This design comes from an exercise in tuning for small area on the open sky130 flow, not from production work. In this exercise RTL edits were held to simulation tests only and were not proved equivalent to the original. Power is estimated from default activity; no workload was simulated.

==> build 37 <==
Design cicb_dc, start of the top module:
module cicb_dc (
    input  wire               clk,
    input  wire               rst,             
    input  wire [11:0]        cfg_rb_m1,       
    input  wire [5:0]         cfg_s,           
    input  wire [17:0]        cfg_k,           
    input  wire               cfg_dc_en,
    input  wire [4:0]         cfg_dc_k,        
    input  wire               cfg_freeze_ovr,
    input  wire [31:0]        cfg_dc_init,     
    input  wire               in_valid,
    input  wire signed [23:0] in_data,
    input  wire               in_freeze,
    output wire               out_valid,
    output wire signed [23:0] out_data,
    output wire               out_ovr
);
Settings: LEC_CHECK=0, ABC_AREA=1, CAP_MARGIN=20, CORE_MARGIN=2, CORE_UTILIZATION=40, CTS_BUF_LIST=sky130_fd_sc_hd__clkbuf_4, CTS_CLUSTER_DIAMETER=40, CTS_CLUSTER_SIZE=10, SLEW_MARGIN=20; clock period 14.0 ns.
run.sh (not shown) runs the stock make flow with config.mk's settings and CLKGATE_MAP_FILE= SYNTH_SCRIPT=/design/flow/synth_recipe.tcl, a recipe that flattens the netlist after the stock synthesis.
==> trial 93: changes against build 37 <==
--- a/flow/design.v
+++ b/flow/design.v
@@ -159,28 +159,22 @@
         integer j;
         midchk = 1'b0;
         for (j = 1; j < 6; j = j + 1)
             midchk = midchk | (bq[j] & (j < lm1));
     end
     always @(posedge clk) begin
-        acc <= accn;
+        acc <= fast ? {c3[19:10], acc[9:0], c3[9:0]} : accn;
         ehi <= acc[9:4];
         if (bq[0])
             zf <= 1'b1;
         else if ((midchk & (|acc[9:0])) | (lastd & (|acc[3:0])))
             zf <= 1'b0;
         if (lastd)
             negf <= dg[9];
     end
-    reg  [9:0]  s0d1, s0d2, s1d1;
-    always @(posedge clk) begin
-        s0d1 <= c3[9:0];
-        s0d2 <= s0d1;
-        s1d1 <= c3[19:10];
-    end
-    wire [27:0] af = {c3[27:20], s1d1, s0d2};
+    wire [27:0] af = {c3[27:20], acc[29:20], acc[19:10]};
     wire [27:0] t2;
     inc_rc #(25) u_t2 (.a(af[27:3]), .ci(af[2] & (~af[27] | af[1] | af[0])), .s(t2[27:3]));
     assign t2[2:0] = 3'd0;
     wire [35:0] wt   = {acc, ehi};
     wire [35:0] wsh  = wt >> sw;
     wire [8:0]  lmsk = ~(9'h1FF << sw);
@@ -200,14 +194,14 @@
     end
     reg  signed [54:0] dp;
     reg  [1:0]  n_out;
     wire [4:0]  nsh = 5'd30 - cfg_dc_k;                
     wire [3:0]  imask = {cfg_dc_k >= 5'd5, cfg_dc_k >= 5'd6,
                          cfg_dc_k >= 5'd7, cfg_dc_k >= 5'd8};
-    wire [54:0] dp_init = {cfg_dc_init[31], cfg_dc_init[31:4],
-                           cfg_dc_init[3:0] & imask, 22'd0};
+    wire [54:0] dp_init = cfg_dc_en ? {cfg_dc_init[31], cfg_dc_init[31:4],
+                                       cfg_dc_init[3:0] & imask, 22'd0} : 55'd0;
     wire [24:0] dh   = dp[54:30];
     wire        cf   = |dp[29:0];
     wire        f_gt = dp[29] & (|dp[28:0]);
     wire        f_eq = dp[29] & ~(|dp[28:0]);
     wire [25:0] m1;
     bk_add #(26) u_m1 (.a({{2{g[23]}}, g}), .b({~dh[24], ~dh}), .ci(1'b0), .s(m1));
@@ -231,14 +225,14 @@
                 n_out <= n_out + 2'd1;
             if (cfg_dc_en & ~skip)
                 dp <= dp_n;
         end
     end
     assign out_valid = gv & ~rst;
-    assign out_data  = cfg_dc_en ? yv : g;
-    assign out_ovr   = gsat | (cfg_dc_en & ysat);
+    assign out_data  = yv;
+    assign out_ovr   = gsat | ysat;
 endmodule
 module rca #(parameter W = 8) (
     input  wire [W-1:0] a,
     input  wire [W-1:0] b,
     input  wire         ci,
     output wire [W-1:0] s,
CTS_BUF_LIST = sky130_fd_sc_hd__clkbuf_8   (was sky130_fd_sc_hd__clkbuf_4)
CTS_CLUSTER_DIAMETER = 60   (was 40)
CTS_CLUSTER_SIZE = 18   (was 10)
==> flow_summary_export.csv <==
group,metric,value,unit
status,status,"timing/DRC/antenna clean",
power_and_ir_drop,power.share.clock,14.5,%
power_and_ir_drop,seq_power,1.97,mW
cells_and_area,clkCellAreaFrac,2.710,%
min_path,hold_end,"gfrz",
sta,tightest_slew,925.9,ps
drt,first_pass_iters,7,
cells_and_area,syn_to_final_growth,9.097,%
cells_and_area,stdcell_count,6311,
min_path,worstHoldStart,"f2",
cells_and_area,drive_gt1_share,4.031,%
That was trial 93.
==> flow_summary_export.csv <==
group,metric,value,unit
min_path,hold_end,"s0d2[1]",
min_path,worstHoldStart,"s0d1[1]",
cells_and_area,drive_gt1_share,4.895,%
power_and_ir_drop,power.share.clock,23.2,%
status,status,"timing/DRC/antenna clean",
sta,tightest_slew,1164,ps
floorplanning,core_area,101600,um^2
floorplanning,dieHeight,323.5,um
synth,synth.area.top_cells,"fa_1, dfxtp_1, inv_1",
power_and_ir_drop,seq_power,1.90,mW
drt,first_pass_iters,6,
That was build 37.

========
==> 05-09: inputs <==
==> flow/design.v <==
module cicb_dc (
    input  wire               clk,
    input  wire               rst,             
    input  wire [11:0]        cfg_rb_m1,       
    input  wire [5:0]         cfg_s,           
    input  wire [17:0]        cfg_k,           
    input  wire               cfg_dc_en,
    input  wire [4:0]         cfg_dc_k,        
    input  wire               cfg_freeze_ovr,
    input  wire [31:0]        cfg_dc_init,     
    input  wire               in_valid,
    input  wire signed [23:0] in_data,
    input  wire               in_freeze,
    output wire               out_valid,
    output wire signed [23:0] out_data,
    output wire               out_ovr
);
    wire r_is1 = (cfg_rb_m1 == 12'd0);
    wire fast  = (cfg_rb_m1[11:1] == 11'd0);           
    wire r_gt2 = ~fast;
    reg [2:0] lm1, ir;
    reg [3:0] sw, pr;
    always @(*) begin
        if (cfg_s >= 6'd27)      begin lm1 = 3'd5; sw = cfg_s - 6'd27; end
        else if (cfg_s >= 6'd17) begin lm1 = 3'd4; sw = cfg_s - 6'd17; end
        else if (cfg_s >= 6'd7)  begin lm1 = 3'd3; sw = cfg_s - 6'd7;  end
        else                     begin lm1 = 3'd2; sw = cfg_s + 6'd3;  end
        if (cfg_s >= 6'd34)      begin ir = 3'd5; pr = cfg_s - 6'd34; end
        else if (cfg_s >= 6'd24) begin ir = 3'd4; pr = cfg_s - 6'd24; end
        else if (cfg_s >= 6'd14) begin ir = 3'd3; pr = cfg_s - 6'd14; end
        else if (cfg_s >= 6'd4)  begin ir = 3'd2; pr = cfg_s - 6'd4;  end
        else                     begin ir = 3'd1; pr = cfg_s + 6'd6;  end
    end
    reg  [11:0] phase;
    wire        acc_v = in_valid & ~rst;
    wire        last  = (phase == cfg_rb_m1);
    wire        ph0   = (phase == 12'd0);
    wire [11:0] phase_p1;
    inc_rc #(12) u_ph (.a(phase), .ci(1'b1), .s(phase_p1));
    reg  [5:1]  vq;           
    reg  [5:1]  sq;           
    reg  [6:0]  bq;           
    reg  [13:0] xd1;          
    reg  [3:0]  xd2;          
    reg  [5:3]  sgd;          
    always @(posedge clk) begin
        if (rst) begin
            phase <= 12'd0;
            vq    <= 5'd0;
            bq    <= 7'd0;
            xd1   <= 14'd0;
            xd2   <= 4'd0;
            sgd   <= 3'd0;
        end else begin
            if (in_valid)
                phase <= last ? 12'd0 : phase_p1;
            vq  <= {vq[4:1], in_valid};
            bq  <= {bq[5:0], in_valid & last};
            xd1 <= in_valid ? in_data[23:10] : 14'd0;
            xd2 <= xd1[13:10];
            sgd <= {sgd[4:3], xd2[3]};
        end
        sq <= {sq[4:1], acc_v & ph0};
    end
    wire [5:0]  vk = {vq, acc_v};
    wire [5:0]  sk = {sq, acc_v & ph0};
    wire [59:0] xs = {{10{sgd[5]}}, {10{sgd[4]}}, {10{sgd[3]}},
                      {6{xd2[3]}}, xd2, xd1[9:0],
                      acc_v ? in_data[9:0] : 10'd0};
    reg  [59:0] i1, i2, dacc, z2, z3;
    reg  [4:0]  c1q, c2q, cdq, cc2q, cc3q;
    wire [59:0] i1n, i2n, dn, c2, c3;
    wire [5:0]  c1o, c2o, cdo, cc2o, cc3o;
    genvar k;
    generate
        for (k = 0; k < 6; k = k + 1) begin : seg
            wire c1i  = (k == 0) ? 1'b0 : c1q[k-1];
            wire c2i  = (k == 0) ? 1'b0 : c2q[k-1];
            wire cdi  = (k == 0) ? 1'b0 : cdq[k-1];
            wire cc2i = (k == 0) ? 1'b1 : cc2q[k-1];
            wire cc3i = (k == 0) ? 1'b1 : cc3q[k-1];
            wire [9:0] i1g  = vk[k] ? i1n[10*k +: 10] : 10'd0;
            wire [9:0] i2g  = vk[k] ? i2n[10*k +: 10] : 10'd0;
            wire [9:0] dold = sk[k] ? 10'd0 : dacc[10*k +: 10];
            rca #(10) u_i1 (.a(i1[10*k +: 10]), .b(xs[10*k +: 10]), .ci(c1i),
                            .s(i1n[10*k +: 10]), .co(c1o[k]));
            rca #(10) u_i2 (.a(i2[10*k +: 10]), .b(i1g), .ci(c2i),
                            .s(i2n[10*k +: 10]), .co(c2o[k]));
            rca #(10) u_d  (.a(dold), .b(i2g), .ci(cdi),
                            .s(dn[10*k +: 10]), .co(cdo[k]));
            rca #(10) u_c2 (.a(dacc[10*k +: 10]), .b(~z2[10*k +: 10]), .ci(cc2i),
                            .s(c2[10*k +: 10]), .co(cc2o[k]));
            rca #(10) u_c3 (.a(c2[10*k +: 10]), .b(~z3[10*k +: 10]), .ci(cc3i),
                            .s(c3[10*k +: 10]), .co(cc3o[k]));
            always @(posedge clk) begin
                dacc[10*k +: 10] <= dn[10*k +: 10];
                if (rst) begin
                    i1[10*k +: 10] <= 10'd0;
                    i2[10*k +: 10] <= 10'd0;
                    z2[10*k +: 10] <= 10'd0;
                    z3[10*k +: 10] <= 10'd0;
                end else begin
                    i1[10*k +: 10] <= i1n[10*k +: 10];
                    i2[10*k +: 10] <= i2n[10*k +: 10];
                    if (bq[k]) begin
                        z2[10*k +: 10] <= dacc[10*k +: 10];
                        z3[10*k +: 10] <= c2[10*k +: 10];
                    end
                end
            end
        end
    endgenerate
    always @(posedge clk) begin
        if (rst) begin
            c1q <= 5'd0;
            c2q <= 5'd0;
        end else begin
            c1q <= c1o[4:0];
            c2q <= c2o[4:0];
        end
        cdq  <= cdo[4:0];
        cc2q <= cc2o[4:0];
        cc3q <= cc3o[4:0];
    end
    reg f0, f1, f2;
    always @(posedge clk) begin
        if (in_valid & last)
            f0 <= in_freeze;
        if (bq[0])
            f1 <= f0;
        if (bq[1])
            f2 <= f1;
    end
    reg  [5:0]  dsel;
    always @(*) begin : dselb
        integer j;
        for (j = 0; j < 6; j = j + 1)
            dsel[j] = bq[j] & (j <= lm1) & ~fast;
    end
    reg  [9:0]  dg;
    always @(*) begin : dgb
        integer j;
        dg = 10'd0;
        for (j = 0; j < 6; j = j + 1)
            dg = dg | (dsel[j] ? c3[10*j +: 10] : 10'd0);
    end
    wire        lastd = bq[lm1] & ~fast;
    wire        mdone = bq[lm1 + 3'd1] & ~fast;
    reg  signed [29:0] acc;
    reg  [5:0]  ehi;
    reg         zf, negf;
    wire signed [10:0] dsg  = {lastd & dg[9], dg};
    wire signed [29:0] base = bq[0] ? 30'sd0 : (acc >>> 10);
    wire [9:0]  inj   = bq[ir] ? (10'd1 << pr) : 10'd0;
    wire signed [29:0] accn = base + dsg * $signed({1'b0, cfg_k})
                            + $signed({20'd0, inj});
    reg midchk;
    always @(*) begin : midb
        integer j;
        midchk = 1'b0;
        for (j = 1; j < 6; j = j + 1)
            midchk = midchk | (bq[j] & (j < lm1));
    end
    always @(posedge clk) begin
        acc <= accn;
        ehi <= acc[9:4];
        if (bq[0])
            zf <= 1'b1;
        else if ((midchk & (|acc[9:0])) | (lastd & (|acc[3:0])))
            zf <= 1'b0;
        if (lastd)
            negf <= dg[9];
    end
    reg  [9:0]  s0d1, s0d2, s1d1;
    always @(posedge clk) begin
        s0d1 <= c3[9:0];
        s0d2 <= s0d1;
        s1d1 <= c3[19:10];
    end
    wire [27:0] af = {c3[27:20], s1d1, s0d2};
    wire [27:0] t2;
    inc_rc #(25) u_t2 (.a(af[27:3]), .ci(af[2] & (~af[27] | af[1] | af[0])), .s(t2[27:3]));
    assign t2[2:0] = 3'd0;
    wire [35:0] wt   = {acc, ehi};
    wire [35:0] wsh  = wt >> sw;
    wire [8:0]  lmsk = ~(9'h1FF << sw);
    wire        tie  = zf & ~(|(wt[8:0] & lmsk));
    wire [24:0] qm;
    dec_rc #(25) u_qm (.a(wsh[24:0]), .ci(negf & tie), .s(qm));
    wire [24:0] q    = fast ? (r_is1 ? af[24:0] : t2[27:3]) : qm;
    wire        qsat = q[24] ^ q[23];
    wire [23:0] qg   = qsat ? {q[24], {23{~q[24]}}} : q[23:0];
    reg         gv, gsat, gfrz;
    reg  [23:0] g;
    always @(posedge clk) begin
        gv   <= ~rst & (fast ? bq[2] : mdone);
        g    <= qg;
        gsat <= qsat;
        gfrz <= f2;
    end
    reg  signed [54:0] dp;
    reg  [1:0]  n_out;
    wire [4:0]  nsh = 5'd30 - cfg_dc_k;                
    wire [3:0]  imask = {cfg_dc_k >= 5'd5, cfg_dc_k >= 5'd6,
                         cfg_dc_k >= 5'd7, cfg_dc_k >= 5'd8};
    wire [54:0] dp_init = {cfg_dc_init[31], cfg_dc_init[31:4],
                           cfg_dc_init[3:0] & imask, 22'd0};
    wire [24:0] dh   = dp[54:30];
    wire        cf   = |dp[29:0];
    wire        f_gt = dp[29] & (|dp[28:0]);
    wire        f_eq = dp[29] & ~(|dp[28:0]);
    wire [25:0] m1;
    bk_add #(26) u_m1 (.a({{2{g[23]}}, g}), .b({~dh[24], ~dh}), .ci(1'b0), .s(m1));
    wire       rdn  = f_gt | (f_eq & m1[25]);
    wire [25:0] y;
    inc_rc #(26) u_y (.a(m1), .ci(~rdn), .s(y));
    wire       ysat = (y[25] != y[24]) | (y[24] != y[23]);
    wire [23:0] yv  = ysat ? {y[25], {23{~y[25]}}} : y[23:0];
    wire [80:0] stp_w = {{29{m1[25]}}, m1, {26{~cf}}} << nsh;
    wire [54:0] stp   = stp_w[80:26];
    wire [54:0] dp_n;
    bk_add #(55) u_dp (.a(dp), .b(stp), .ci(~cf), .s(dp_n));
    wire warm = (n_out == 2'd0 & ~r_is1) | (n_out == 2'd1 & r_gt2);
    wire skip = gfrz | (cfg_freeze_ovr & gsat) | warm;
    always @(posedge clk) begin
        if (rst) begin
            dp    <= dp_init;
            n_out <= 2'd0;
        end else if (gv) begin
            if (n_out != 2'd3)
                n_out <= n_out + 2'd1;
            if (cfg_dc_en & ~skip)
                dp <= dp_n;
        end
    end
    assign out_valid = gv & ~rst;
    assign out_data  = cfg_dc_en ? yv : g;
    assign out_ovr   = gsat | (cfg_dc_en & ysat);
endmodule
module rca #(parameter W = 8) (
    input  wire [W-1:0] a,
    input  wire [W-1:0] b,
    input  wire         ci,
    output wire [W-1:0] s,
    output wire         co
);
    wire [W:0] c;
    assign c[0] = ci;
    genvar i;
    generate
        for (i = 0; i < W; i = i + 1) begin : gb
            assign s[i]   = a[i] ^ b[i] ^ c[i];
            assign c[i+1] = (a[i] & b[i]) | (c[i] & (a[i] ^ b[i]));
        end
    endgenerate
    assign co = c[W];
endmodule
module inc_rc #(parameter W = 8) (
    input  wire [W-1:0] a,
    input  wire         ci,
    output wire [W-1:0] s
);
    wire [W:0] c;
    assign c[0] = ci;
    genvar i;
    generate
        for (i = 0; i < W; i = i + 1) begin : gb
            assign s[i]   = a[i] ^ c[i];
            assign c[i+1] = a[i] & c[i];
        end
    endgenerate
endmodule
module dec_rc #(parameter W = 8) (
    input  wire [W-1:0] a,
    input  wire         ci,
    output wire [W-1:0] s
);
    wire [W:0] c;
    assign c[0] = ci;
    genvar i;
    generate
        for (i = 0; i < W; i = i + 1) begin : gb
            assign s[i]   = a[i] ^ c[i];
            assign c[i+1] = ~a[i] & c[i];
        end
    endgenerate
endmodule
module bk_add #(parameter W = 8) (
    input  wire [W-1:0] a,
    input  wire [W-1:0] b,
    input  wire         ci,
    output wire [W-1:0] s
);
    localparam integer N  = W + 1;           
    localparam integer LV = (N <= 2) ? 1 : (N <= 4) ? 2 : (N <= 8) ? 3 : (N <= 16) ? 4 :
                            (N <= 32) ? 5 : (N <= 64) ? 6 : 7;
    wire [N-1:0] g0 = {a & b, ci};
    wire [N-1:0] p0 = {a ^ b, 1'b0};
    wire [N-1:0] gu [0:LV];
    wire [N-1:0] pu [0:LV];
    wire [N-1:0] gd [0:LV];
    wire [N-1:0] pd [0:LV];
    assign gu[0] = g0;
    assign pu[0] = p0;
    genvar l, i;
    generate
        for (l = 0; l < LV; l = l + 1) begin : up
            for (i = 0; i < N; i = i + 1) begin : n
                if (((i + 1) % (2 << l)) == 0) begin : op
                    assign gu[l+1][i] = gu[l][i] | (pu[l][i] & gu[l][i - (1 << l)]);
                    assign pu[l+1][i] = pu[l][i] & pu[l][i - (1 << l)];
                end else begin : pass
                    assign gu[l+1][i] = gu[l][i];
                    assign pu[l+1][i] = pu[l][i];
                end
            end
        end
        assign gd[LV] = gu[LV];
        assign pd[LV] = pu[LV];
        for (l = LV - 1; l >= 0; l = l - 1) begin : dn
            for (i = 0; i < N; i = i + 1) begin : n
                if (((i + 1) % (2 << l)) == (1 << l) && i >= 3 * (1 << l) - 1) begin : op
                    assign gd[l][i] = gd[l+1][i] | (pd[l+1][i] & gd[l+1][i - (1 << l)]);
                    assign pd[l][i] = pd[l+1][i] & pd[l+1][i - (1 << l)];
                end else begin : pass
                    assign gd[l][i] = gd[l+1][i];
                    assign pd[l][i] = pd[l+1][i];
                end
            end
        end
    endgenerate
    wire [N-1:0] cg = gd[0];
    assign s = p0[N-1:1] ^ cg[N-2:0];
endmodule
==> flow/run.sh <==
#!/bin/bash
# synth_recipe.tcl (not shown) runs the flow's synth.tcl, then flattens the netlist and writes it again
# the make line also repeats each setting of config.mk as NAME=value (left out here)
make -C /OpenROAD-flow-scripts/flow DESIGN_CONFIG=/design/flow/config.mk WORK_HOME=/design/flow/orfs CLKGATE_MAP_FILE= SYNTH_SCRIPT=/design/flow/synth_recipe.tcl finish
==> flow/config.mk <==
export PLATFORM = sky130hd
export DESIGN_NAME = cicb_dc
export DESIGN_NICKNAME = cicb_dc
export VERILOG_FILES = /design/flow/design.v
export SDC_FILE = /design/flow/constraint.sdc
export NUM_CORES = 4
export LEC_CHECK = 0
export CAP_MARGIN = 20
export CORE_MARGIN = 2
export CORE_UTILIZATION = 40
export SLEW_MARGIN = 20
==> flow/constraint.sdc <==
create_clock -name core_clock -period 14.0 [get_ports {clk}]
set_input_delay 2.8000 -clock core_clock [delete_from_list [all_inputs] [get_ports {clk}]]
set_output_delay 2.8000 -clock core_clock [all_outputs]
set_load 0.01 [all_outputs]
==> inputs of 06-14, as changes to 05-09 <==
--- a/flow/design.v
+++ b/flow/design.v
@@ -67,7 +67,7 @@
     wire [59:0] xs = {{10{sgd[5]}}, {10{sgd[4]}}, {10{sgd[3]}},
                       {6{xd2[3]}}, xd2, xd1[9:0],
                       acc_v ? in_data[9:0] : 10'd0};
-    reg  [59:0] i1, i2, dacc, z2, z3;
+    reg  [59:0] i1, i2, dacc, z2n, z3n;     
     reg  [4:0]  c1q, c2q, cdq, cc2q, cc3q;
     wire [59:0] i1n, i2n, dn, c2, c3;
     wire [5:0]  c1o, c2o, cdo, cc2o, cc3o;
@@ -88,23 +88,23 @@
                             .s(i2n[10*k +: 10]), .co(c2o[k]));
             rca #(10) u_d  (.a(dold), .b(i2g), .ci(cdi),
                             .s(dn[10*k +: 10]), .co(cdo[k]));
-            rca #(10) u_c2 (.a(dacc[10*k +: 10]), .b(~z2[10*k +: 10]), .ci(cc2i),
+            rca #(10) u_c2 (.a(dacc[10*k +: 10]), .b(z2n[10*k +: 10]), .ci(cc2i),
                             .s(c2[10*k +: 10]), .co(cc2o[k]));
-            rca #(10) u_c3 (.a(c2[10*k +: 10]), .b(~z3[10*k +: 10]), .ci(cc3i),
+            rca #(10) u_c3 (.a(c2[10*k +: 10]), .b(z3n[10*k +: 10]), .ci(cc3i),
                             .s(c3[10*k +: 10]), .co(cc3o[k]));
             always @(posedge clk) begin
                 dacc[10*k +: 10] <= dn[10*k +: 10];
                 if (rst) begin
                     i1[10*k +: 10] <= 10'd0;
                     i2[10*k +: 10] <= 10'd0;
-                    z2[10*k +: 10] <= 10'd0;
-                    z3[10*k +: 10] <= 10'd0;
+                    z2n[10*k +: 10] <= 10'h3FF;
+                    z3n[10*k +: 10] <= 10'h3FF;
                 end else begin
                     i1[10*k +: 10] <= i1n[10*k +: 10];
                     i2[10*k +: 10] <= i2n[10*k +: 10];
                     if (bq[k]) begin
-                        z2[10*k +: 10] <= dacc[10*k +: 10];
-                        z3[10*k +: 10] <= c2[10*k +: 10];
+                        z2n[10*k +: 10] <= ~dacc[10*k +: 10];
+                        z3n[10*k +: 10] <= ~c2[10*k +: 10];
                     end
                 end
             end
ABC_AREA = 1   (was unset)
CTS_BUF_LIST = sky130_fd_sc_hd__clkbuf_8   (was unset)
CTS_CLUSTER_DIAMETER = 60   (was unset)
CTS_CLUSTER_SIZE = 16   (was unset)
==> inputs of 03-12, as changes to 05-09 <==
==> flow/design.v, changed modules only <==
module cicb_dc (
    input  wire               clk,
    input  wire               rst,             
    input  wire [11:0]        cfg_rb_m1,       
    input  wire [5:0]         cfg_s,           
    input  wire [17:0]        cfg_k,           
    input  wire               cfg_dc_en,
    input  wire [4:0]         cfg_dc_k,        
    input  wire               cfg_freeze_ovr,
    input  wire [31:0]        cfg_dc_init,     
    input  wire               in_valid,
    input  wire signed [23:0] in_data,
    input  wire               in_freeze,
    output wire               out_valid,
    output wire signed [23:0] out_data,
    output wire               out_ovr
);
    wire r_is1 = (cfg_rb_m1 == 12'd0);
    wire fast  = (cfg_rb_m1[11:1] == 11'd0);           
    wire r_gt2 = ~fast;
    reg [2:0] lm1, ir;
    reg [3:0] sw, pr;
    always @(*) begin
        if (cfg_s >= 6'd27)      begin lm1 = 3'd5; sw = cfg_s - 6'd27; end
        else if (cfg_s >= 6'd17) begin lm1 = 3'd4; sw = cfg_s - 6'd17; end
        else if (cfg_s >= 6'd7)  begin lm1 = 3'd3; sw = cfg_s - 6'd7;  end
        else                     begin lm1 = 3'd2; sw = cfg_s + 6'd3;  end
        if (cfg_s >= 6'd34)      begin ir = 3'd5; pr = cfg_s - 6'd34; end
        else if (cfg_s >= 6'd24) begin ir = 3'd4; pr = cfg_s - 6'd24; end
        else if (cfg_s >= 6'd14) begin ir = 3'd3; pr = cfg_s - 6'd14; end
        else if (cfg_s >= 6'd4)  begin ir = 3'd2; pr = cfg_s - 6'd4;  end
        else                     begin ir = 3'd1; pr = cfg_s + 6'd6;  end
    end
    reg  [11:0] phase;
    wire        acc_v = in_valid & ~rst;
    wire        last  = (phase == cfg_rb_m1);
    wire        ph0   = (phase == 12'd0);
    wire [11:0] phase_p1;
    inc_rc #(12) u_ph (.a(phase), .ci(1'b1), .s(phase_p1));
    reg  [5:1]  vq;           
    reg  [5:1]  sq;           
    reg  [6:0]  bq;           
    reg  [13:0] xd1;          
    reg  [3:0]  xd2;          
    reg  [5:3]  sgd;          
    always @(posedge clk) begin
        if (rst) begin
            phase <= 12'd0;
            vq    <= 5'd0;
            bq    <= 7'd0;
            xd1   <= 14'd0;
            xd2   <= 4'd0;
            sgd   <= 3'd0;
        end else begin
            if (in_valid)
                phase <= last ? 12'd0 : phase_p1;
            vq  <= {vq[4:1], in_valid};
            bq  <= {bq[5:0], in_valid & last};
            xd1 <= in_valid ? in_data[23:10] : 14'd0;
            xd2 <= xd1[13:10];
            sgd <= {sgd[4:3], xd2[3]};
        end
        sq <= {sq[4:1], acc_v & ph0};
    end
    wire [5:0]  vk = {vq, acc_v};
    wire [5:0]  sk = {sq, acc_v & ph0};
    wire [59:0] xs = {{10{sgd[5]}}, {10{sgd[4]}}, {10{sgd[3]}},
                      {6{xd2[3]}}, xd2, xd1[9:0],
                      acc_v ? in_data[9:0] : 10'd0};
    reg  [59:0] i1, i2, dacc, z2n, z3n;     
    reg  [4:0]  c1q, c2q, cdq, cc2q, cc3q;
    wire [59:0] i1n, i2n, dn, c2, c3;
    wire [5:0]  c1o, c2o, cdo, cc2o, cc3o;
    genvar k;
    generate
        for (k = 0; k < 6; k = k + 1) begin : seg
            wire c1i  = (k == 0) ? 1'b0 : c1q[k-1];
            wire c2i  = (k == 0) ? 1'b0 : c2q[k-1];
            wire cdi  = (k == 0) ? 1'b0 : cdq[k-1];
            wire cc2i = (k == 0) ? 1'b1 : cc2q[k-1];
            wire cc3i = (k == 0) ? 1'b1 : cc3q[k-1];
            wire [9:0] i1g  = vk[k] ? i1n[10*k +: 10] : 10'd0;
            wire [9:0] i2g  = vk[k] ? i2n[10*k +: 10] : 10'd0;
            wire [9:0] dold = sk[k] ? 10'd0 : dacc[10*k +: 10];
            rca #(10) u_i1 (.a(i1[10*k +: 10]), .b(xs[10*k +: 10]), .ci(c1i),
                            .s(i1n[10*k +: 10]), .co(c1o[k]));
            rca #(10) u_i2 (.a(i2[10*k +: 10]), .b(i1g), .ci(c2i),
                            .s(i2n[10*k +: 10]), .co(c2o[k]));
            rca #(10) u_d  (.a(dold), .b(i2g), .ci(cdi),
                            .s(dn[10*k +: 10]), .co(cdo[k]));
            rca #(10) u_c2 (.a(dacc[10*k +: 10]), .b(z2n[10*k +: 10]), .ci(cc2i),
                            .s(c2[10*k +: 10]), .co(cc2o[k]));
            rca #(10) u_c3 (.a(c2[10*k +: 10]), .b(z3n[10*k +: 10]), .ci(cc3i),
                            .s(c3[10*k +: 10]), .co(cc3o[k]));
            always @(posedge clk) begin
                dacc[10*k +: 10] <= dn[10*k +: 10];
                if (rst) begin
                    i1[10*k +: 10] <= 10'd0;
                    i2[10*k +: 10] <= 10'd0;
                    z2n[10*k +: 10] <= 10'h3FF;
                    z3n[10*k +: 10] <= 10'h3FF;
                end else begin
                    i1[10*k +: 10] <= i1n[10*k +: 10];
                    i2[10*k +: 10] <= i2n[10*k +: 10];
                    if (bq[k]) begin
                        z2n[10*k +: 10] <= ~dacc[10*k +: 10];
                        z3n[10*k +: 10] <= ~c2[10*k +: 10];
                    end
                end
            end
        end
    endgenerate
    always @(posedge clk) begin
        if (rst) begin
            c1q <= 5'd0;
            c2q <= 5'd0;
        end else begin
            c1q <= c1o[4:0];
            c2q <= c2o[4:0];
        end
        cdq  <= cdo[4:0];
        cc2q <= cc2o[4:0];
        cc3q <= cc3o[4:0];
    end
    reg f0, f1, f2;
    always @(posedge clk) begin
        if (in_valid & last)
            f0 <= in_freeze;
        if (bq[0])
            f1 <= f0;
        if (bq[1])
            f2 <= f1;
    end
    reg  [5:0]  dsel;
    always @(*) begin : dselb
        integer j;
        for (j = 0; j < 6; j = j + 1)
            dsel[j] = bq[j] & (j <= lm1) & ~fast;
    end
    reg  [9:0]  dg;
    always @(*) begin : dgb
        integer j;
        dg = 10'd0;
        for (j = 0; j < 6; j = j + 1)
            dg = dg | (dsel[j] ? c3[10*j +: 10] : 10'd0);
    end
    wire        lastd = bq[lm1] & ~fast;
    wire        mdone = bq[lm1 + 3'd1] & ~fast;
    reg  signed [29:0] acc;
    reg  [5:0]  ehi;
    reg         zf, negf;
    wire signed [10:0] dsg  = {lastd & dg[9], dg};
    wire signed [29:0] base = bq[0] ? 30'sd0 : (acc >>> 10);
    wire [9:0]  inj   = bq[ir] ? (10'd1 << pr) : 10'd0;
    wire signed [29:0] accn = base + dsg * $signed({1'b0, cfg_k})
                            + $signed({20'd0, inj});
    reg midchk;
    always @(*) begin : midb
        integer j;
        midchk = 1'b0;
        for (j = 1; j < 6; j = j + 1)
            midchk = midchk | (bq[j] & (j < lm1));
    end
    always @(posedge clk) begin
        acc <= fast ? {c3[19:10], acc[9:0], c3[9:0]} : accn;
        ehi <= acc[9:4];
        if (bq[0])
            zf <= 1'b1;
        else if ((midchk & (|acc[9:0])) | (lastd & (|acc[3:0])))
            zf <= 1'b0;
        if (lastd)
            negf <= dg[9];
    end
    wire [27:0] af = {c3[27:20], acc[29:20], acc[19:10]};
    wire [27:0] t2;
    inc_rc #(25) u_t2 (.a(af[27:3]), .ci(af[2] & (~af[27] | af[1] | af[0])), .s(t2[27:3]));
    assign t2[2:0] = 3'd0;
    wire [35:0] wt   = {acc, ehi};
    wire [35:0] wsh  = wt >> sw;
    wire [8:0]  lmsk = ~(9'h1FF << sw);
    wire        tie  = zf & ~(|(wt[8:0] & lmsk));
    wire [24:0] qm;
    dec_rc #(25) u_qm (.a(wsh[24:0]), .ci(negf & tie), .s(qm));
    wire [24:0] q    = fast ? (r_is1 ? af[24:0] : t2[27:3]) : qm;
    wire        qsat = q[24] ^ q[23];
    wire [23:0] qg   = qsat ? {q[24], {23{~q[24]}}} : q[23:0];
    reg         gv, gsat, gfrz;
    reg  [23:0] g;
    always @(posedge clk) begin
        gv   <= ~rst & (fast ? bq[2] : mdone);
        g    <= qg;
        gsat <= qsat;
        gfrz <= f2;
    end
    reg  signed [54:0] dp;
    reg  [1:0]  n_out;
    wire [4:0]  nsh = 5'd30 - cfg_dc_k;                
    wire [3:0]  imask = {cfg_dc_k >= 5'd5, cfg_dc_k >= 5'd6,
                         cfg_dc_k >= 5'd7, cfg_dc_k >= 5'd8};
    wire [54:0] dp_init = cfg_dc_en ? {cfg_dc_init[31], cfg_dc_init[31:4],
                                       cfg_dc_init[3:0] & imask, 22'd0} : 55'd0;
    wire [24:0] dh   = dp[54:30];
    wire        cf   = |dp[29:0];
    wire        f_gt = dp[29] & (|dp[28:0]);
    wire        f_eq = dp[29] & ~(|dp[28:0]);
    wire [25:0] m1;
    bk_add #(26) u_m1 (.a({{2{g[23]}}, g}), .b({~dh[24], ~dh}), .ci(1'b0), .s(m1));
    wire       rdn  = f_gt | (f_eq & m1[25]);
    wire [25:0] y;
    inc_rc #(26) u_y (.a(m1), .ci(~rdn), .s(y));
    wire       ysat = (y[25] != y[24]) | (y[24] != y[23]);
    wire [23:0] yv  = ysat ? {y[25], {23{~y[25]}}} : y[23:0];
    wire [80:0] stp_w = {{29{m1[25]}}, m1, {26{~cf}}} << nsh;
    wire [54:0] stp   = stp_w[80:26];
    wire [54:0] dp_n;
    bk_add #(55) u_dp (.a(dp), .b(stp), .ci(~cf), .s(dp_n));
    wire warm = (n_out == 2'd0 & ~r_is1) | (n_out == 2'd1 & r_gt2);
    wire skip = gfrz | (cfg_freeze_ovr & gsat) | warm;
    always @(posedge clk) begin
        if (rst) begin
            dp    <= dp_init;
            n_out <= 2'd0;
        end else if (gv) begin
            if (n_out != 2'd3)
                n_out <= n_out + 2'd1;
            if (cfg_dc_en & ~skip)
                dp <= dp_n;
        end
    end
    assign out_valid = gv & ~rst;
    assign out_data  = yv;
    assign out_ovr   = gsat | ysat;
endmodule
==> flow/flow/run.sh (new file) <==
#!/bin/bash
# Standard layout, with the port buffers made from the smallest buffer cell.
set -euo pipefail
export BUFFER_PORTS_ARGS="-buffer_cell sky130_fd_sc_hd__buf_1"
bash standard.sh > flow_standard.log 2>&1
==> flow/standard.sh (new file) <==
#!/bin/bash
# synth_recipe.tcl (not shown) runs the flow's synth.tcl, then flattens the netlist and writes it again
# the make line also repeats each setting of config.mk as NAME=value (left out here)
make -C /OpenROAD-flow-scripts/flow DESIGN_CONFIG=/design/flow/config.mk WORK_HOME=/design/flow/orfs CLKGATE_MAP_FILE= SYNTH_SCRIPT=/design/flow/synth_recipe.tcl "${@:-finish}"
ABC_AREA = 1   (was unset)
CTS_BUF_LIST = sky130_fd_sc_hd__clkbuf_8   (was unset)
CTS_CLUSTER_DIAMETER = 60   (was unset)
CTS_CLUSTER_SIZE = 16   (was unset)
removed: flow/run.sh
==> qor summary <==
Per-cell routed wire length: 06-14 15.8 um; 05-09 16.9 um; 03-12 16.6 um
Smallest setup slack after layout: 06-14 1.20 ns; 05-09 0.864 ns; 03-12 2.00 ns
Post-synthesis cell area: 06-14 40,800 um^2; 05-09 41,500 um^2; 03-12 40,500 um^2
Number of stages on the worst setup path: 06-14 46; 05-09 44; 03-12 46
Wire length the detailed router placed on met1: 06-14 47,000 um; 05-09 45,900 um; 03-12 49,800 um
Final RePlAce weighted congestion: 06-14 0.919; 05-09 0.935; 03-12 0.958
Area of combinational cells with multiple inputs: 06-14 25,000 um^2; 05-09 27,300 um^2; 03-12 25,100 um^2
Worst setup slack after placement: 06-14 1.75 ns; 05-09 1.52 ns; 03-12 2.41 ns
Crit path buffers/inverters: 06-14 3; 05-09 4; 03-12 4
Status: 06-14 complete, no violations; 05-09 complete, no violations; 03-12 complete, no violations
Horizontal extent of the die: 06-14 324 um; 05-09 326 um; 03-12 322 um
Clk latency of the worst-skew pair: 06-14 0.72 ns; 05-09 0.66 ns; 03-12 0.70 ns
Clk pwr: 06-14 1.09 mW; 05-09 1.65 mW; 03-12 1.07 mW
Setup slack, reg-to-reg: 06-14 2.72 ns; 05-09 2.47 ns; 03-12 2.67 ns
Number of clock sinks: 06-14 530; 05-09 530; 03-12 500
Net count of the finished layout: 06-14 5,900; 05-09 5,299; 03-12 5,854
Via count normalized by instance count: 06-14 4.79; 05-09 4.99; 03-12 4.88
Overall global routing resource usage: 06-14 0.199; 05-09 0.190; 03-12 0.207
Number of global-route vias before repair: 06-14 31,100; 05-09 30,000; 03-12 30,700
Worst slew pin tran: 06-14 1.10 ns; 05-09 1.01 ns; 03-12 0.931 ns
Detailed-router iteration count before antenna repair: 06-14 6; 05-09 7; 03-12 5
Inverters, non-clock: 06-14 1,102; 05-09 668; 03-12 1,073
Routed wire length: 06-14 102,000 um; 05-09 99,100 um; 03-12 105,000 um
Largest net degree at the start of global routing: 06-14 135; 05-09 89; 03-12 78
Share of synthesized area spent on multiplexers: 06-14 0.00441; 05-09 0.0541; 03-12 0.00421
Antenna violations before repair: 06-14 1; 05-09 0; 03-12 4

## what the ideal ports hide
Ports are ideal in the flow. The routed layouts listed here were re-timed in OpenROAD. Step 1 assumes that a clkbuf_16 drives the clock port and a buf_2 every other input. Step 2 times the ports against the registers' clock, not the clock port: input delays grow and output delays shrink by t, the midpoint of the rising clock arrivals with the driver on. Slacks: ideal / step 1 / step 2; pairs: ideal / step 1.
run	t, ns	slack for setup (ns)	hold slack, ns	worst register clock-pin slew, ns	worst data-port slew with drivers (ns)
build 37	0.946	1.051 / 0.994 / 1.625	0.333 / 0.333 / 0.333	0.11 / 0.11	0.07
trial 93	0.730	1.613 / 1.552 / 2.118	0.352 / 0.352 / 0.352	0.11 / 0.11	0.11
05-09	0.714	0.864 / 0.792 / 1.506	0.309 / 0.309 / 0.309	0.07 / 0.07	0.07
06-14	0.744	1.197 / 1.136 / 1.614	0.327 / 0.327 / 0.327	0.10 / 0.10	0.06
03-12	0.745	2.001 / 1.940 / 2.379	0.363 / 0.363 / 0.363	0.11 / 0.11	0.15
After both steps setup and hold are still met in every run listed.
